Background: an optimization exercise with open tools, aiming at small area. Do not read the settings as production practice. Only simulation tests tie the RTL to the original design; equivalence was not proved. No activity file was given, so power comes from the tool's default toggle rates. The clock port is modelled as an ideal driver; clocking choices that lean on that would not hold on a real chip.

==> inputs of sierra <==
==> flow/design.v (excerpt) <==
module zr_wheel (
    input  wire        clk,
    input  wire        rst_n,           
    input  wire        tick,
    input  wire        lol,
    input  wire        abort,
    input  wire        retune,
    input  wire        cmd_start,
    input  wire        cmd_stop,
    input  wire        cmd_home,
    input  wire        cfg_we,
    input  wire [2:0]  cfg_addr,
    input  wire [31:0] cfg_wdata,
    input  wire        seg_we,
    input  wire [3:0]  seg_widx,
    input  wire [31:0] seg_wword0,
    input  wire [31:0] seg_wword1,
    input  wire        load_commit,
    input  wire [5:0]  load_nseg,
    output reg  [31:0] ofs,
    output reg  [1:0]  state,
    output reg         gliding,
    output reg         pend,
    output reg         home_pend,
    output reg  [3:0]  seg,
    output reg  [15:0] pcnt,
    output reg  [15:0] underrun_cnt,
    output reg  [15:0] clip_cnt,
    output reg         ev_clip,
    output reg         ev_empty,
    output reg         ev_done,
    output reg         ev_glide,
    output reg         ev_underrun,
    output reg         ev_pause,
    output reg         ev_resume,
    output reg         ev_abort,
    output reg         ev_poison,
    output reg         ev_nostart
);
    localparam NSEG_MAX = 16;
    localparam [1:0] ST_IDLE    = 2'b00;
    localparam [1:0] ST_RUNNING = 2'b01;
    localparam [1:0] ST_PAUSED  = 2'b10;
    localparam [1:0] ST_HELD    = 2'b11;
    localparam [1:0] PH_START = 2'd0;    
    localparam [1:0] PH_SEG   = 2'd1;    
    localparam [1:0] PH_HOME  = 2'd2;    
    localparam [29:0] LIM_MAX = 30'd687194767;
    reg        lol_pol;         
    reg [15:0] periods;
    reg [31:0] anchor;
    reg [29:0] lim_neg;
    reg [29:0] lim_pos;
    reg [30:0] glide;
    wire running = state[0] ^ state[1];     
    function ult32c;
        input [31:0] a;
        input [31:0] b;
        input        c;
        integer i;
        reg bw;
        begin
            bw = c;
            for (i = 0; i < 32; i = i + 1)
                bw = (~a[i] & b[i]) | (~a[i] & bw) | (b[i] & bw);
            ult32c = bw;
        end
    endfunction
    function [32:0] add33;
        input [32:0] a;
  ...
Settings: LEC_CHECK=0, ABC_AREA=1, CAP_MARGIN=10, CORE_MARGIN=2, CORE_UTILIZATION=60, SLEW_MARGIN=10; clock period 15.0 ns.
standard.sh (not shown) runs the stock make flow with config.mk's settings and CLKGATE_MAP_FILE= SYNTH_SCRIPT=/design/flow/synth_recipe.tcl, a recipe that flattens the netlist after the stock synthesis.
==> flow/flow/run.sh <==
#!/bin/bash
# Standard ORFS layout with three changes:
#  - Yosys's ABC step uses flow/abc_area.script (area-oriented mapping with
#    choices) instead of ORFS's abc_area.script; nothing else in synthesis
#    changes, so the registers are those of the standard synthesis;
#  - ports are buffered with the smallest buffer;
#  - clock tree synthesis uses larger sink clusters and no dummy loads.
set -euo pipefail
here=$(pwd)
rm -rf "$here/scripts_local"
cp -r "$FLOW_HOME/scripts" "$here/scripts_local"
cp "$here/flow/abc_area.script" "$here/scripts_local/abc_area.script"
export SCRIPTS_DIR="$here/scripts_local"
export BUFFER_PORTS_ARGS="-buffer_cell sky130_fd_sc_hd__buf_1"
export CTS_ARGS="-sink_clustering_enable -repair_clock_nets -dont_use_dummy_load -sink_clustering_size 30 -sink_clustering_max_diameter 70"
bash standard.sh > "$here/standard.log" 2>&1
==> flow/flow/abc_area.script <==
strash
dch -f
map -a
&get -n
&dch -f
&nf -R 1000
&put
topo
stime -c
buffer -c
upsize -c
dnsize -c
==> zinc: changes against sierra <==
==> flow/flow/run.sh (replaced) <==
#!/bin/bash
# Standard ORFS layout with two changes: ports are buffered with the smallest
# buffer, and clock tree synthesis uses larger sink clusters and no dummy loads.
set -euo pipefail
export BUFFER_PORTS_ARGS="-buffer_cell sky130_fd_sc_hd__buf_1"
export CTS_ARGS="-sink_clustering_enable -repair_clock_nets -dont_use_dummy_load -sink_clustering_size 30 -sink_clustering_max_diameter 100"
bash standard.sh > standard.log 2>&1
Settings changed: CAP_MARGIN 10 to 20, SLEW_MARGIN 10 to 20.
removed: flow/flow/abc_area.script
==> notes <==
- Global-route usage: sierra is lower than zinc (2.0 points).
- Sequential power is about the same in sierra and zinc.
- In flip-flop and latch count, sierra and zinc do not differ.
- In sierra the setup slack is lower than in zinc, by 1.2 ns.
- In zinc the cell area is larger than in sierra, by 4.0%.
- Worst hold slack: sierra is lower than zinc (0.0078 ns).

==> run a <==
zr_wheel again, from the RTL that the note above started with.
clock: 15.0 ns
lec_check: 0
abc_area: 1
cap_margin: 10
core_margin: 2
core_utilization: 60
slew_margin: 10
==> flow/flow/run.sh <==
#!/bin/bash
# Standard ORFS layout with three changes:
#  - Yosys's ABC step uses flow/abc_area.script (area-oriented mapping with
#    choices) instead of ORFS's abc_area.script; nothing else in synthesis
#    changes, so the registers are those of the standard synthesis;
#  - ports are buffered with the smallest buffer;
#  - clock tree synthesis uses larger sink clusters and no dummy loads.
set -euo pipefail
here=$(pwd)
rm -rf "$here/scripts_local"
cp -r "$FLOW_HOME/scripts" "$here/scripts_local"
cp "$here/flow/abc_area.script" "$here/scripts_local/abc_area.script"
export SCRIPTS_DIR="$here/scripts_local"
export BUFFER_PORTS_ARGS="-buffer_cell sky130_fd_sc_hd__buf_1"
export CTS_ARGS="-sink_clustering_enable -repair_clock_nets -dont_use_dummy_load -sink_clustering_size 25 -sink_clustering_max_diameter 100"
bash standard.sh > "$here/standard.log" 2>&1
==> flow/flow/abc_area.script <==
strash
dch -f
map -a
&get -n
&dch -f
&nf -R 1000
&put
topo
stime -c
buffer -c
upsize -c
dnsize -c
==> inputs of run b, as changes to run a <==
--- a/flow/flow/run.sh
+++ b/flow/flow/run.sh
@@ -13,4 +13,4 @@
 export SCRIPTS_DIR="$here/scripts_local"
 export BUFFER_PORTS_ARGS="-buffer_cell sky130_fd_sc_hd__buf_1"
-export CTS_ARGS="-sink_clustering_enable -repair_clock_nets -dont_use_dummy_load -sink_clustering_size 25 -sink_clustering_max_diameter 100"
+export CTS_ARGS="-sink_clustering_enable -repair_clock_nets -dont_use_dummy_load -sink_clustering_size 30 -sink_clustering_max_diameter 100"
 bash standard.sh > "$here/standard.log" 2>&1
CORE_UTILIZATION = 70   (was 60)
==> inputs of run c, as changes to run a <==
--- a/flow/flow/run.sh
+++ b/flow/flow/run.sh
@@ -13,4 +13,4 @@
 export SCRIPTS_DIR="$here/scripts_local"
 export BUFFER_PORTS_ARGS="-buffer_cell sky130_fd_sc_hd__buf_1"
-export CTS_ARGS="-sink_clustering_enable -repair_clock_nets -dont_use_dummy_load -sink_clustering_size 25 -sink_clustering_max_diameter 100"
+export CTS_ARGS="-sink_clustering_enable -repair_clock_nets -dont_use_dummy_load -sink_clustering_size 30 -sink_clustering_max_diameter 100"
 bash standard.sh > "$here/standard.log" 2>&1
CAP_MARGIN = 20   (was 10)
SLEW_MARGIN = 20   (was 10)
==> summary of the runs <==
Run b ran to the end with no violations. Run c finished with timing, DRC and antenna clean. Run a passed the timing, design-rule and antenna checks.
Routed wire length, lowest first: run b, run c, run a.
The highest maximum frequency belongs to run b, the lowest to run a.
Sequential power is about the same in run c and run b.
Utilization: run c < run a < run b.
Against run a, the die area of run b is lower by about 14%.
In area after synthesis, run a and run c do not differ.
In register-to-register slack, run c and run a hardly differ.

separate check: timing with driven ports:
How much do the figures lean on ideal ports? The routed layouts below were timed once more, with nothing changed but the port constraints.
Step 1 sets driving cells, clkbuf_16 on the clock port and buf_2 on the other inputs (assumed; they add their load-dependent delay and slew).
Step 2 adds t to the input delays and takes it off the output delays; t is the mean of the earliest and latest rising clock arrival at the registers after step 1. Input paths then give back, and output paths get back, about the clock's delay inside the block.
a / b / c = no drivers / after step 1 / after step 2; a / b = the first two.
run	t (ns)	slack for setup (ns)	clock arrival spread, ns	worst register clock-pin slew, ns	worst slew at a driven data input, ns
sierra	0.814	1.129 / 1.129 / 1.129	0.119 / 0.119	0.11 / 0.11	0.15
zinc	0.791	2.310 / 2.310 / 2.310	0.102 / 0.102	0.12 / 0.12	0.07
run a	0.807	1.076 / 1.076 / 1.076	0.092 / 0.092	0.11 / 0.11	0.15
run b	0.765	1.245 / 1.245 / 1.245	0.090 / 0.090	0.12 / 0.12	0.16
run c	0.788	1.090 / 1.090 / 1.090	0.095 / 0.095	0.12 / 0.12	0.14
After both steps setup and hold are still met in every run listed.
